This design comes from an exercise in tuning for small area, a short achievable clock period and few clock cycles per item on the open sky130 flow, not from production work. Function was checked by simulation only, so behaviour that the tests miss may differ from the original.

==> flow/design.v, too long to show whole: its modules and the start of the top module <==
// module tile_alu: 262 lines
// module csa: 11 lines
// module tile_alu_booth: 2710 lines
module tile_alu (
    input  wire        clk,
    input  wire        rst,
    input  wire        in_valid,
    output wire        in_ready,
    input  wire        in_first,      
    input  wire [7:0]  in_op,
    input  wire [1:0]  in_mod,
    input  wire [17:0] in_srca,       
    input  wire [17:0] in_srcb,       
    input  wire [39:0] in_a,          
    input  wire        in_at,
    input  wire [39:0] in_b,          
    input  wire        in_bt,
    input  wire [39:0] in_hi,         
    input  wire        in_ht,
    input  wire [39:0] in_d,          
    input  wire        in_dt,
    output reg         out_valid,
    output reg         out_wr,        
    output reg  [39:0] out_res,       
    output reg         out_t,         
    output reg         out_sat,       
    output reg         out_chk,       
    output reg         out_c,         
    output reg         out_ct         
);
  // ...
==> flow/flow/run.sh <==
#!/bin/bash
set -uo pipefail
MARGIN=${MARGIN:-17.8}
bash standard.sh SETUP_SLACK_MARGIN=$MARGIN finish > standard.log 2>&1
status=$?
tail -20 standard.log
exit $status
==> flow/standard.sh <==
#!/bin/bash
# synth_recipe.tcl (not shown) runs the flow's synth.tcl, then flattens the netlist and writes it again
# the make line also repeats each setting of config.mk as NAME=value (left out here)
make -C /OpenROAD-flow-scripts/flow DESIGN_CONFIG=/design/flow/config.mk WORK_HOME=/design/flow/orfs CLKGATE_MAP_FILE= SYNTH_SCRIPT=/design/flow/synth_recipe.tcl "${@:-finish}"
==> flow/config.mk <==
export PLATFORM = sky130hd
export DESIGN_NAME = tile_alu
export DESIGN_NICKNAME = tile_alu
export VERILOG_FILES = /design/flow/design.v
export SDC_FILE = /design/flow/constraint.sdc
export NUM_CORES = 4
export LEC_CHECK = 0
export ABC_CLOCK_PERIOD_IN_PS = 6000
export CAP_MARGIN = 20
export CORE_MARGIN = 2
export CORE_UTILIZATION = 40
export PLACE_DENSITY = 0.5
export SLEW_MARGIN = 20
==> flow/constraint.sdc <==
create_clock -name core_clock -period 24.0 [get_ports {clk}]
set_input_delay 4.8000 -clock core_clock [delete_from_list [all_inputs] [get_ports {clk}]]
set_output_delay 4.8000 -clock core_clock [all_outputs]
set_load 0.01 [all_outputs]
==> results.yml, run 1 <==
finish:
  seq-cell-share_pct: 13.27
  inverters: 926
  largest_register: "acc"
  drive_gt1_share_pct: 8.704
  reg_top3: "acc x88, pc1 x79, ps1 x79"
  final_cell_mix: "fa_1 (916), inv_1 (904), o22ai_1 (792), dfxtp_1 (598), nand2_1 (576)"
  largestClassByArea: "multi-input combinational cells"
  largest_reg_flops: 88
logic_synthesis:
  synth_ff_type: "dfxtp_1"
  syn_area_per_cell_sq_um: 8.456
  synth_edf_count: 0
  yosysWarnings: 1
  ys_seq_area_share_pct: 14.89
  syn_nets: 11515
  synth_compound_area_share_pct: 21.70
global_routing:
  grt_pass1_vias: 81521
  gr-usage-met2_pct: 61.39
  met1_usage_pct: 52.93
setup_path:
  crit_arrival_ps: 6920
  r2r_start: "o_msu$_DFF_P_"
  cp_num_cells: 11
detailed_routing:
  drtAntennaViolNets: 0
placement:
  place_congestion: 1.035
status:
  status: "no timing/DRC/antenna violations"
floorplan:
  taps: 2788
Testbench counts, summed over its fixed seeds: cycles 160,032, slots 160,000.
==> run 2: changes to the inputs <==
==> flow/flow/run.sh (replaced) <==
#!/bin/bash
set -uo pipefail
MARGIN=${MARGIN:-18}
bash standard.sh SETUP_SLACK_MARGIN=$MARGIN \
  "BUFFER_PORTS_ARGS=-buffer_cell sky130_fd_sc_hd__buf_2" finish > standard.log 2>&1
status=$?
tail -20 standard.log
exit $status
==> run 2 against run 1 <==
Net effect:
- setup slack gained 210 ps
- die area unchanged
- cell area fell by 0.44%
- register-to-register slack better by 210 ps
- first-iteration DRC count down 6.3%
- flip-flop and latch count did not move
- core utilization decreased by 0.20 points
- highest routed layer unchanged
==> results.yml, run 2 <==
clock_tree:
  insertion_delay_ps: 750
  cts.sinks: 620
  cts.htree.levels: 3
  cts_buffers: 80
  path_clk_slew_ps: 60
  tritoncts: "built"
  root_buffer: "clkbuf_16"
  clockBufferDepth: 3
detailed_routing:
  drtAntennaViolNets: 0
  dr_total_vias: 82670
  drc_errors: 0
  wl_um: 461400
  first_iter_violations: 11078
  vias_per_cell: 6.518
  wl_per_cell_um: 36.37
  dr.pass1.iters: 6
setup_path:
  worst_ep_required_time_ps: 24590
  crit_arrival_ps: 6650
  cp_max_fo: 40
  critPathLaunchType: "flip-flop"
  r2r_start: "b0[1]$_DFF_P_"
  critPathLaunch: "b0[1]$_DFF_P_"
  worst_setup_path_end_kind: "flip-flop"
  crit_type: "flip-flop to flip-flop"
sta:
  max-slew-margin-rel_pct: 23.04
  slew_violations: 0
  final.min_clock_period_ps: 6052
  setup_viol: 0
  setup_ws_ps: 17950
  finalHoldViolations: 0
  fin_worst_skew_ps: 46.19
  fin_crit_sh_pct: 25.22
  rsz0062_at_grt: "true"
  worst_pin_slew_ps: 1146
  setup_tns_ps: 0
  fin_hold_ws_ps: 327.4
  max_freq_mhz: 165.2
finish:
  final_cell_mix: "fa_1 (917), inv_1 (904), o22ai_1 (791), nand2_1 (575), dfxtp_1 (565)"
  nFillCells: 20514
  syn2layout_area_growth_pct: 11.97
  multi_input_area_sq_um: 65770
  design_area_sq_um: 93370
  final_common_cell: "fa_1"
  largest_register: "acc"
  largest_reg_flops: 88
  regArea_sq_um: 12500
  reg_top3: "acc x88, pc1 x79, ps1 x79"
  num-nets-final: 11460
  drive_gt1_share_pct: 11.98
  final_cells: 12684
logic_synthesis:
  synth_top_area_cell: "fa_1"
  ys_async_sr_fraction_pct: 0
  synthMostInstantiatedCell: "fa_1"
  syn_nets: 11515
  syn_inst: 9861
  synth_cell_types: 97
  synth_top_area_share_pct: 22.09
  synth_area_leaders: "fa_1 (22%), dfxtp_1 (15%), ha_1 (7.8%)"
  synth_ff_type: "dfxtp_1"
  synthTopCellsByCount: "fa_1 (920), inv_1 (914), o22ai_1 (792)"
  ys_ff_latch: 620
  ys_seq_area_share_pct: 14.89
  synth_edf_count: 0
  yosysWarnings: 1
  syn_area_sq_um: 83380
  syn_area_per_cell_sq_um: 8.456
floorplan:
  die_w_um: 460.6
  num_io_pins: 262
  initial_utilization_pct: 40.27
  dieArea_sq_um: 212100
  core_sq_um: 207100
  num_rows: 167
  die_h_um: 460.6
global_routing:
  grt_max_degree: 89
  grt_pass1_wl_um: 632800
  track_usage_pct: 42.34
  antenna_found_initial: 47
  grt_overflow_total: 0
  grt_pass1_vias: 81281
hold_path:
  min_path_type: "flip-flop to flip-flop"
  min-delay-start: "wr2$_DFF_P_"
status:
  status: "no timing/DRC/antenna violations"
placement:
  place_hpwl_um: 328600
  pre_cts_ws_ps: 16730
  dp_cells: 12400
  place_congestion: 1.031
  dpl_cell_area_sq_um: 87990
  io_buffers: 260
job:
  max_cap_violations: 0
==> run 2: path summary, 6_finish.rpt <==
| path | end | slack (ps) | depth (start not counted) |
|---|---|---|---|
| worst max register to register | ps1[37]$_DFF_P_ | 17950 | 14 |
| worst min register to register | out_wr$_DFF_P_ | 330 | 0 |
| worst max-delay path | ps1[37]$_DFF_P_ | 17950 | 14 |
| worst min-delay path | out_wr$_DFF_P_ | 330 | 0 |
==> run 2: repair_timing <==
action	in CTS	in global routing
resized for setup	165	191
pin swaps	15	48
gates cloned	5	4
endpoints found under the setup margin	265	268
buffers inserted	26	77
hold buffers	0	0
==> run 2: kinds of logic after synthesis <==
group | synth area share [%]
muxes | 2.522
adders and majority gates | 29.96
and+or+nand+nor | 11.12
xor gates and xnor gates | 11.93
buffers and inverters | 7.872
other | 0.004497
DFF | 14.89
AOI/OAI and AO/OA | 21.70
==> run 2: critical path, cell delays in order, from the launching register on <==
cell,delay [ps]
dfxtp_2,320
buf_6,410
nor2_1,240
a21oi_4,200
clkbuf_8,440
o22ai_1,180
xnor2_1,230
fa_1,520
fa_1,560
fa_1,540
fa_1,510
fa_1,490
inv_1,50
fa_1,600
fa_1,510
==> run 2: cell type report <==
class                           count  area share (%)
Antenna cell                       22         0.05896
Clock buffer                      108           2.474
Clock inverter                     42          0.6231
Inverter                          926           3.774
Multi-Input combinational cell   7523           70.45
Sequential cell                   620           13.38
Tap cell                         2788           3.736
Timing Repair Buffer              655           5.505
==> run 2: routing by layer <==
metal / wire length [um] / global-route usage (%)
met5: 599 / 1.607
met4: 37860 / 28.28
met3: 54290 / 14.30
met2: 192000 / 61.55
met1: 176600 / 52.85
==> run 2: metrics by stage <==
stage	util [%]
global route	45.07
floorplan	-
global placement	42.49
CTS	44.35
finish	45.09
detailed placement	42.49
==> module tile_alu, before the edit <==
module tile_alu (
    input  wire        clk,
    input  wire        rst,
    input  wire        in_valid,
    output wire        in_ready,
    input  wire        in_first,      
    input  wire [7:0]  in_op,
    input  wire [1:0]  in_mod,
    input  wire [17:0] in_srca,       
    input  wire [17:0] in_srcb,       
    input  wire [39:0] in_a,          
    input  wire        in_at,
    input  wire [39:0] in_b,          
    input  wire        in_bt,
    input  wire [39:0] in_hi,         
    input  wire        in_ht,
    input  wire [39:0] in_d,          
    input  wire        in_dt,
    output reg         out_valid,
    output reg         out_wr,        
    output reg  [39:0] out_res,       
    output reg         out_t,         
    output reg         out_sat,       
    output reg         out_chk,       
    output reg         out_c,         
    output reg         out_ct         
);
    localparam [7:0] OP_NOP = 8'h01, OP_MOV = 8'h02, OP_ADD = 8'h03, OP_SUB = 8'h04,
                     OP_MIN = 8'h05, OP_MAX = 8'h06, OP_ABS = 8'h07, OP_NEG = 8'h08,
                     OP_CLAMP = 8'h09, OP_SEL = 8'h0A, OP_CMPLT = 8'h0B, OP_CMPLE = 8'h0C,
                     OP_SHL = 8'h10, OP_SHR = 8'h11, OP_LDI = 8'h18,
                     OP_MACZ = 8'h20, OP_MAC = 8'h21, OP_MSU = 8'h22, OP_ACCST = 8'h23,
                     OP_MULS32 = 8'h24, OP_INTEG = 8'h28, OP_CHK = 8'h38;
    localparam [39:0] MAX40 = 40'h7F_FFFF_FFFF;
    localparam [39:0] MIN40 = 40'h80_0000_0000;
    localparam [87:0] MAX88 = {1'b0, {87{1'b1}}};
    localparam [87:0] MIN88 = {1'b1, {87{1'b0}}};
    assign in_ready = 1'b1;
    wire i_nop   = in_op == OP_NOP;
    wire i_ldi   = in_op == OP_LDI;
    wire i_shl   = in_op == OP_SHL;
    wire i_shr   = in_op == OP_SHR;
    wire i_accst = in_op == OP_ACCST;
    wire        b_imm = i_ldi | i_shl | i_shr | i_accst;
    wire [39:0] b0_n  = b_imm ? {{4{in_srca[17]}}, in_srca, in_srcb} : in_b;
    reg         v0, first0;
    reg  [39:0] a0, b0, hi0, d0;
    reg         at0, bt0, ht0, dt0;
    reg  [1:0]  mod0;
    reg         mneg0;                         
    reg         o_mov, o_add, o_sub, o_min, o_max, o_abs, o_neg, o_clamp, o_sel, o_cmplt,
                o_cmple, o_shl, o_shr, o_ldi, o_macz, o_mac, o_msu, o_accst, o_muls,
                o_integ, o_chk;
    always @(posedge clk) begin
        v0 <= rst ? 1'b0 : in_valid;
        first0 <= in_first;
        a0 <= in_a;  b0 <= b0_n;  hi0 <= in_hi;  d0 <= in_d;
        at0 <= in_at; bt0 <= in_bt; ht0 <= in_ht; dt0 <= in_dt;
        mod0 <= in_mod;
        mneg0 <= (in_mod == 2'b01) & !(i_nop | i_ldi | i_accst);
        o_mov <= in_op == OP_MOV; o_add <= in_op == OP_ADD; o_sub <= in_op == OP_SUB;
        o_min <= in_op == OP_MIN; o_max <= in_op == OP_MAX; o_abs <= in_op == OP_ABS;
        o_neg <= in_op == OP_NEG; o_clamp <= in_op == OP_CLAMP; o_sel <= in_op == OP_SEL;
        o_cmplt <= in_op == OP_CMPLT; o_cmple <= in_op == OP_CMPLE;
        o_shl <= i_shl; o_shr <= i_shr; o_ldi <= i_ldi;
        o_macz <= in_op == OP_MACZ; o_mac <= in_op == OP_MAC; o_msu <= in_op == OP_MSU;
        o_accst <= i_accst; o_muls <= in_op == OP_MULS32; o_integ <= in_op == OP_INTEG;
        o_chk <= in_op == OP_CHK;
    end
    wire        a_is_min = a0 == MIN40;
    wire [39:0] a_negsat = a_is_min ? MAX40 : (~a0 + 40'd1);
    wire        mod01    = mod0 == 2'b01;
    wire        a_take_neg = o_neg ? !mod01 : (o_abs ? a0[39] : mneg0);
    wire [39:0] a_sel    = a_take_neg ? a_negsat : a0;
    wire [39:0] a1_n     = {a_sel[39:1], a_sel[0] | (o_neg & mod01 & a_is_min)};
    wire        sat1_n   = a_is_min & (mneg0 | o_abs | o_neg);
    wire [39:0] mx   = mneg0 ? ~a0 : a0;
    wire        mci  = mneg0 & !a_is_min;
    wire [88:0] ps, pc;
    tile_alu_booth mul (.a(mx), .b(b0), .neg(o_msu), .ci(mci), .ps(ps), .pc(pc));
    reg         c, c_t;                        
    wire        c_cur  = first0 ? 1'b0 : c;
    wire        ct_cur = first0 ? 1'b0 : c_t;
    wire [40:0] x41  = {mx[39], mx};
    wire [41:0] x42  = {{2{mx[39]}}, mx};
    wire [41:0] nb42 = ~{{2{b0[39]}}, b0};
    wire [41:0] d42  = {{2{d0[39]}}, d0};
    wire [41:0] nh42 = ~{{2{hi0[39]}}, hi0};
    wire        add_cin = !(o_add | o_cmple);
    wire [40:0] add_b   = o_add ? {b0[39], b0} : ~{b0[39], b0};
    wire [40:0] ad_s    = x41 ^ add_b;
    wire [40:0] ad_c    = x41 & add_b;
    wire [40:0] sum41   = ad_s + {ad_c[39:0], mci} + {40'd0, add_cin};
    wire        sum_ovf = sum41[40] ^ sum41[39];
    wire [39:0] sum_sat = sum_ovf ? (sum41[40] ? MIN40 : MAX40) : sum41[39:0];
    wire        lt      = sum41[40];           
    wire [41:0] ck1s, ck1c;
    csa #(42) u_ck1 (.x(x42), .y(nb42), .z(~d42), .s(ck1s), .c(ck1c));
    wire [41:0] ck1  = ck1s + {ck1c[40:0], 1'b1} + {41'd0, mci};
    wire [41:0] ck2s, ck2c;
    csa #(42) u_ck2 (.x(x42), .y(nb42), .z(d42), .s(ck2s), .c(ck2c));
    wire [41:0] ck2  = ck2s + {ck2c[40:0], 1'b1} + {41'd0, mci};
    wire        chk_fail = at0 | bt0 | dt0 | !ck1[41] | ck2[41];
    wire [40:0] integ41   = {d0[39], d0} + x41 + {40'd0, mci};
    wire        integ_ovf = integ41[40] ^ integ41[39];
    wire        integ_neg = integ41[40];
    wire [39:0] integ_x   = integ_ovf ? (integ_neg ? MIN40 : MAX40) : integ41[39:0];
    wire [41:0] j1s, j1c;
    csa #(42) u_j1 (.x(d42), .y(x42), .z(nb42), .s(j1s), .c(j1c));
    wire [41:0] j1   = j1s + {j1c[40:0], 1'b1} + {41'd0, mci};
    wire [41:0] j2s, j2c;
    csa #(42) u_j2 (.x(d42), .y(x42), .z(nh42), .s(j2s), .c(j2c));
    wire [41:0] j2   = j2s + {j2c[40:0], mci};
    wire        j2_m1   = &(j2s ^ {j2c[40:0], mci});
    wire        bmin    = b0 == MIN40;
    wire        himax   = hi0 == MAX40;
    wire        himin   = hi0 == MIN40;
    wire        bad     = {~b0[39], b0[38:0]} > {~hi0[39], hi0[38:0]};
    wire        i_lt_b  = integ_ovf ? (integ_neg & !bmin) : j1[41];
    wire        i_gt_hi = integ_ovf ? (!integ_neg & !himax) : !j2[41];
    wire        i_eq_hi = integ_ovf ? (integ_neg ? himin : himax) : j2_m1;
    wire [40:0] ah      = {hi0[39], hi0} + ~x41 + {40'd0, !mci};
    wire        a_gt_hi = ah[40];
    wire        y_lt_b    = o_integ ? i_lt_b : lt;
    wire        y_gt_hi   = o_integ ? i_gt_hi : a_gt_hi;
    wire [39:0] cy        = o_integ ? integ_x : a1_n;
    wire [39:0] clamp_res = bad ? hi0 : (y_lt_b ? b0 : (y_gt_hi ? hi0 : cy));
    wire        integ_c   = bad ? !i_eq_hi : (i_lt_b | i_gt_hi);
    wire        pick_a = o_mov | o_abs | o_neg | o_shl | o_shr | (o_min & lt) | (o_max & !lt) | (o_sel & c_cur);
    wire        pick_b = o_ldi | (o_min & !lt) | (o_max & lt) | (o_sel & !c_cur);
    wire        pick_s = o_add | o_sub;
    wire        pick_c = o_clamp | o_integ;
    wire [39:0] res1_n = ({40{pick_a}} & a1_n) | ({40{pick_b}} & b0) |
                         ({40{pick_s}} & sum_sat) | ({40{pick_c}} & clamp_res);
    wire        wr1_n  = o_mov | o_add | o_sub | o_min | o_max | o_abs | o_neg | o_clamp | o_sel |
                         o_shl | o_shr | o_ldi | o_accst | o_muls | o_integ;
    wire        tab    = at0 | bt0;
    wire        t1_n   = o_sel ? ((c_cur ? at0 : bt0) | ct_cur) :
                         o_integ ? (tab | ht0 | dt0) :
                         o_clamp ? (tab | ht0) :
                         (o_mov | o_abs | o_neg | o_shl | o_shr) ? at0 :
                         o_ldi ? 1'b0 : tab;
    wire        sat1_x = sat1_n | ((o_add | o_sub) & sum_ovf) | (o_integ & integ_ovf);
    wire        c_n    = (o_cmplt | o_cmple) ? lt : (o_integ ? integ_c : c_cur);
    wire        ct_n   = (o_cmplt | o_cmple) ? tab : (o_integ ? (tab | ht0 | dt0) : ct_cur);
    wire [6:0]  r1_n = o_shl ? (7'd39 - {1'b0, b0[5:0]}) :
                       o_ldi ? (7'd39 - {3'd0, mod0, 2'b00}) :
                       o_shr ? {1'b0, b0[5:0]} :
                       o_muls ? 7'd32 : b0[6:0];
    reg         v1, first1;
    reg  [88:0] ps1, pc1;
    reg  [39:0] res1;
    reg  [6:0]  r1;
    reg         wr1, t1, sat1, chk1, c1, ct1;
    reg         p_accst, p_muls, p_accw, p_macz, p_accuse, p_place_hi, p_shx;
    always @(posedge clk) begin
        if (rst) begin
            c <= 1'b0; c_t <= 1'b0;
        end else if (v0) begin
            c <= c_n; c_t <= ct_n;
        end
        v1 <= rst ? 1'b0 : v0;
        first1 <= first0;
        ps1 <= ps; pc1 <= pc;
        res1 <= res1_n;
        r1 <= r1_n;
        wr1 <= wr1_n; t1 <= t1_n; sat1 <= sat1_x; chk1 <= o_chk & chk_fail;
        c1 <= c_n; ct1 <= ct_n;
        p_accst <= o_accst; p_muls <= o_muls;
        p_accw <= o_macz | o_mac | o_msu;
        p_macz <= o_macz;
        p_accuse <= (o_mac | o_msu) & !first0;
        p_place_hi <= o_shl | o_ldi;
        p_shx <= o_shl | o_shr | o_ldi | o_accst;
    end
    reg  [87:0] acc;
    reg         acc_t;
    wire [88:0] acc_row  = p_accuse ? {acc[87], acc} : 89'd0;
    wire [88:0] fa_s, fa_c;
    csa #(89) u_fa_ (.x(acc_row), .y(ps1), .z(pc1), .s(fa_s), .c(fa_c));
    wire [88:0] tot      = fa_s + {fa_c[87:0], 1'b0};
    wire        tot_ovf  = tot[88] ^ tot[87];
    wire [87:0] acc_sat  = tot_ovf ? (tot[88] ? MIN88 : MAX88) : tot[87:0];
    wire [87:0] acc_cur  = first1 ? 88'd0 : acc;
    wire        acct_cur = first1 ? 1'b0 : acc_t;
    wire        sat2_n = sat1 | (p_accw & !p_macz & tot_ovf);
    wire [87:0] sv    = p_accst ? acc_cur :
                        p_place_hi ? {{9{res1[39]}}, res1, 39'd0} : {{48{res1[39]}}, res1};
    wire [88:0] w0 = {sv, 1'b0};
    wire [88:0] w1 = r1[6] ? {{64{w0[88]}}, w0[88:64]} : w0;
    wire        k1 = r1[6] & (|w0[63:0]);
    wire [72:0] w2 = r1[5] ? {{16{w1[88]}}, w1[88:32]} : w1[72:0];
    wire        k2 = r1[5] & (|w1[31:0]);
    wire [56:0] w3 = r1[4] ? w2[72:16] : w2[56:0];
    wire        k3 = r1[4] & (|w2[15:0]);
    wire [47:0] fit_bits;
    genvar gj;
    generate
        for (gj = 0; gj < 48; gj = gj + 1) begin : g_fit
            assign fit_bits[gj] = (r1 > gj) | (sv[40 + gj] == sv[87]);
        end
    endgenerate
    wire        sfit = &fit_bits;
    reg         v2, wr2, t2, sat2, chk2, c2, ct2, rnd2;
    reg  [56:0] w2r;
    reg  [3:0]  r2;
    reg         st2, fit2, sg2;
    always @(posedge clk) begin
        if (rst) begin
            acc <= 88'd0; acc_t <= 1'b0;
        end else if (v1) begin
            if (p_accw) begin
                acc   <= p_macz ? tot[87:0] : acc_sat;
                acc_t <= p_macz ? t1 : (acct_cur | t1);
            end else if (first1) begin
                acc   <= 88'd0;
                acc_t <= 1'b0;
            end
        end
        v2 <= rst ? 1'b0 : v1;
        wr2 <= wr1; t2 <= p_accst ? acct_cur : t1; sat2 <= sat2_n; chk2 <= chk1;
        c2 <= c1; ct2 <= ct1;
        rnd2 <= p_shx | p_muls;
        r2 <= r1[3:0];
        if (p_muls) begin
            w2r  <= tot[87:31];
            st2  <= |tot[30:0];
            fit2 <= (tot[79:72] == 8'h00) | (tot[79:72] == 8'hFF);
            sg2  <= tot[88];
        end else begin
            w2r  <= p_shx ? w3 : {17'd0, res1};
            st2  <= k1 | k2 | k3;
            fit2 <= sfit;
            sg2  <= sv[87];
        end
    end
    wire [48:0] w4 = r2[3] ? w2r[56:8] : w2r[48:0];
    wire        k4 = r2[3] & (|w2r[7:0]);
    wire [44:0] w5 = r2[2] ? w4[48:4] : w4[44:0];
    wire        k5 = r2[2] & (|w4[3:0]);
    wire [42:0] w6 = r2[1] ? w5[44:2] : w5[42:0];
    wire        k6 = r2[1] & (|w5[1:0]);
    wire [41:0] w7 = r2[0] ? w6[42:1] : w6[41:0];
    wire        k7 = r2[0] & w6[0];
    wire [40:0] rq   = w7[41:1];
    wire        rg   = w7[0];
    wire        rsk  = st2 | k4 | k5 | k6 | k7;
    wire        rinc = rg & (rsk | rq[0]);
    wire [40:0] rr   = rq + {40'd0, rinc};
    wire        rovf = !fit2 | (rr[40] ^ rr[39]);
    wire [39:0] rres = rovf ? (sg2 ? MIN40 : MAX40) : rr[39:0];
    always @(posedge clk) begin
        out_valid <= rst ? 1'b0 : v2;
        out_wr  <= wr2;
        out_res <= rnd2 ? rres : w2r[39:0];
        out_t   <= t2;
        out_sat <= sat2 | (rnd2 & rovf);
        out_chk <= chk2;
        out_c   <= c2;
        out_ct  <= ct2;
    end
endmodule
==> run 3: changes to the inputs <==
--- a/flow/design.v
+++ b/flow/design.v
@@ -56,3 +56,3 @@
         first0 <= in_first;
-        a0 <= in_a;  b0 <= b0_n;  hi0 <= in_hi;  d0 <= in_d;
+        a0 <= in_a;  b0 <= b0_n;  hi0 <= in_hi;  d0 <= (in_op == OP_CLAMP) ? 40'd0 : in_d;
         at0 <= in_at; bt0 <= in_bt; ht0 <= in_ht; dt0 <= in_dt;
@@ -121,8 +121,3 @@
     wire        i_eq_hi = integ_ovf ? (integ_neg ? himin : himax) : j2_m1;
-    wire [40:0] ah      = {hi0[39], hi0} + ~x41 + {40'd0, !mci};
-    wire        a_gt_hi = ah[40];
-    wire        y_lt_b    = o_integ ? i_lt_b : lt;
-    wire        y_gt_hi   = o_integ ? i_gt_hi : a_gt_hi;
-    wire [39:0] cy        = o_integ ? integ_x : a1_n;
-    wire [39:0] clamp_res = bad ? hi0 : (y_lt_b ? b0 : (y_gt_hi ? hi0 : cy));
+    wire [39:0] clamp_res = bad ? hi0 : (i_lt_b ? b0 : (i_gt_hi ? hi0 : integ_x));
     wire        integ_c   = bad ? !i_eq_hi : (i_lt_b | i_gt_hi);
==> run 3 against run 2 <==
Net effect:
- first-iteration DRC count fell by 5.4%
- synthesized cell count fell by 2.4%
- count of clock-buffer cells in the layout fell by 7
- cell count fell by 2.0%
- highest routed layer unchanged
- global-route usage fell by 0.77 points
- fmax fell by 1.6%
- sequential share of layout area rose by 0.17 points
==> results.yml, run 3 <==
status:
  status: "no timing/DRC/antenna violations"
floorplan:
  die_w_um: 457.3
  die_h_um: 457.3
  num_io_pins: 262
  dieArea_sq_um: 209100
  num_rows: 166
  initial_utilization_pct: 40.22
  core_sq_um: 204400
finish:
  drive_gt1_share_pct: 12.89
  largest_register: "acc"
  final_util_pct: 45.12
  final_cell_mix: "fa_1 (905), inv_1 (848), o22ai_1 (734), a21oi_1 (669), xnor2_1 (607)"
  num-nets-final: 11233
  reg_top3: "acc x88, pc1 x79, ps1 x79"
  largest_reg_flops: 88
  syn2layout_area_growth_pct: 12.18
  nFillCells: 20357
  final_common_cell: "fa_1"
sta:
  setup_ws_ps: 17850
  fin_worst_skew_ps: 61.16
  fin_crit_sh_pct: 25.62
  finalHoldViolations: 0
  max-slew-margin-rel_pct: 17.84
  setup_viol: 0
  worst_pin_slew_ps: 1224
  max_freq_mhz: 162.7
  rsz0062_at_grt: "true"
  fin_hold_ws_ps: 306.0
  setup_tns_ps: 0
  final.min_clock_period_ps: 6148
  slew_violations: 0
global_routing:
  antenna_found_initial: 42
  grt_pass1_wl_um: 618900
  grt_max_degree: 81
  grt_overflow_total: 0
  grt_pass1_vias: 79317
  track_usage_pct: 41.57
logic_synthesis:
  synthMostInstantiatedCell: "fa_1"
  syn_area_per_cell_sq_um: 8.542
  yosysWarnings: 1
  synth_edf_count: 0
  synth_top_area_cell: "fa_1"
  synth_top_area_share_pct: 22.38
  ys_ff_latch: 620
  synth_cell_types: 106
  synthTopCellsByCount: "fa_1 (919), inv_1 (852), o22ai_1 (737)"
  ys_seq_area_share_pct: 15.10
  synth_area_leaders: "fa_1 (22%), dfxtp_1 (15%), ha_1 (7.3%)"
  syn_inst: 9623
  synth_ff_type: "dfxtp_1"
  syn_area_sq_um: 82200
  syn_nets: 11238
  ys_async_sr_fraction_pct: 0
detailed_routing:
  wl_per_cell_um: 36.14
  dr_total_vias: 80771
  wl_um: 449100
  drc_errors: 0
  vias_per_cell: 6.501
  drtAntennaViolNets: 0
  dr.pass1.iters: 8
  first_iter_violations: 10479
clock_tree:
  cts.htree.levels: 3
  cts_hold_buf: 0
  clockBufferDepth: 3
  cts_buffers: 79
  root_buffer: "clkbuf_16"
  cts.sinks: 620
  insertion_delay_ps: 740
  path_clk_slew_ps: 60
  tritoncts: "built"
hold_path:
  min_path_type: "flip-flop to flip-flop"
job:
  max_cap_violations: 0
placement:
  place_congestion: 1.009
  place_hpwl_um: 319900
  io_buffers: 260
  pre_cts_ws_ps: 16310
setup_path:
  worst_setup_path_end_kind: "flip-flop"
  critPathLaunchType: "flip-flop"
  crit_arrival_ps: 6710
  worst_ep_required_time_ps: 24560
  crit_type: "flip-flop to flip-flop"
  cp_max_fo: 6
-- run 3: path summary, 6_finish.rpt --
path	start	to	slack, ps	cells past startpoint
hold reg to reg	ct1$_DFF_P_	ct2$_DFF_P_	310	0
setup / recovery	a0[11]$_DFF_P_	res1[24]$_DFF_P_	17850	21
setup reg to reg	a0[11]$_DFF_P_	res1[24]$_DFF_P_	17850	21
hold / removal	ct1$_DFF_P_	ct2$_DFF_P_	310	0
-- run 3: cells by family after synthesis --
| logic type | share of synthesized area, % |
|---|---|
| xor gates and xnor gates | 12.19 |
| and+or+nand+nor | 10.81 |
| buffers and inverters | 7.663 |
| other | 0.004562 |
| muxes | 3.093 |
| DFF | 15.10 |
| adders and majority gates | 29.74 |
| AOI/OAI and AO/OA | 21.40 |
-- run 3: layout make-up --
class,instances,area [sq um],share of cell area [%]
diodes,54,135.1,0.1465
clock buffers,101,2182,2.366
clock inverters,45,733.2,0.7951
inverters,902,3410,3.697
multi-input cells,7363,64910,70.39
flip-flops and latches,620,12500,13.55
well taps,2688,3363,3.647
repair buffers,652,4982,5.403
-- run 3: metal layers --
metal  up-vias  part of all wire, %  GRT usage [%]  wire [um]
met3      1464                   12          13.65      52380
met2      5528                   42          61.92     190700
met5         -                 0.11          1.010        480
li1      33568                    -              -          -
met4        40                  7.7          25.64      34390
met1     40171                   38          51.81     171200
-- run 3: metrics by stage --
stage | std cells | area, sq um
2_1_floorplan | 9623 | 82390
3_3_place_gp | 12106 | 86790
3_5_place_dp | 12106 | 86790
4_1_cts | 12307 | 90860
5_1_grt | 12397 | 92140
6_report | 12425 | 92210
-- run 3: timing repair --
| item | CTS | global route |
|---|---|---|
| resized for setup | 142 | 184 |
| setup endpoints to repair | 265 | 196 |
| buffers inserted | 49 | 58 |
| endpoints found under the hold margin | 0 | 0 |
| pin swaps | 27 | 25 |
| cloned | 6 | 5 |
-- run 3: worst max-delay path: stages, from the launching register on --
cell and delay (ps):
dfxtp_4 340, or4_4 540, or2_4 280, or4_4 520, o21ai_4 160, buf_12 150, inv_6 30, fa_2 380
fa_2 410, a21oi_4 190, o211ai_1 130, o211ai_1 210, o21ai_2 150, o41a_1 400, o21ai_4 210, a31oi_4 150
xor2_4 370, mux2i_4 370, nor2b_4 250, buf_12 170, a311oi_2 50, or4b_1 530
Testbench counts of run 3, summed over its fixed seeds: cycles 160,032, slots 160,000.

==> afterwards: timing with drivers on the ports <==
The results above use ideal ports. As a check the final layouts listed here were re-extracted and re-timed, cells and wires unchanged. Step 1 (the two cells are an assumption about what drives the block):
set clk [get_ports {clk}]
set_driving_cell -lib_cell sky130_fd_sc_hd__clkbuf_16 $clk
set_driving_cell -lib_cell sky130_fd_sc_hd__buf_2 [delete_from_list [all_inputs] $clk]
Step 2 times the ports against the registers' clock, not the clock port: input delays grow and output delays shrink by t, the midpoint of the rising clock arrivals with the driver on. Slacks: no drivers / after step 1 / after step 2; pairs: no drivers / after step 1.
run | t (ns) | slack for setup (ns) | worst register clock-pin slew, ns
run 1 | 0.822 | 17.733 / 17.733 / 17.075 | 0.08 / 0.08
run 2 | 0.823 | 17.948 / 17.944 / 17.370 | 0.07 / 0.07
run 3 | 0.803 | 17.852 / 17.852 / 17.327 | 0.09 / 0.09
After both steps setup and hold are still met in every run listed. The setup slack of run 1, which loses most, moves by 0.000 ns with the drivers and by -0.658 ns with both steps.
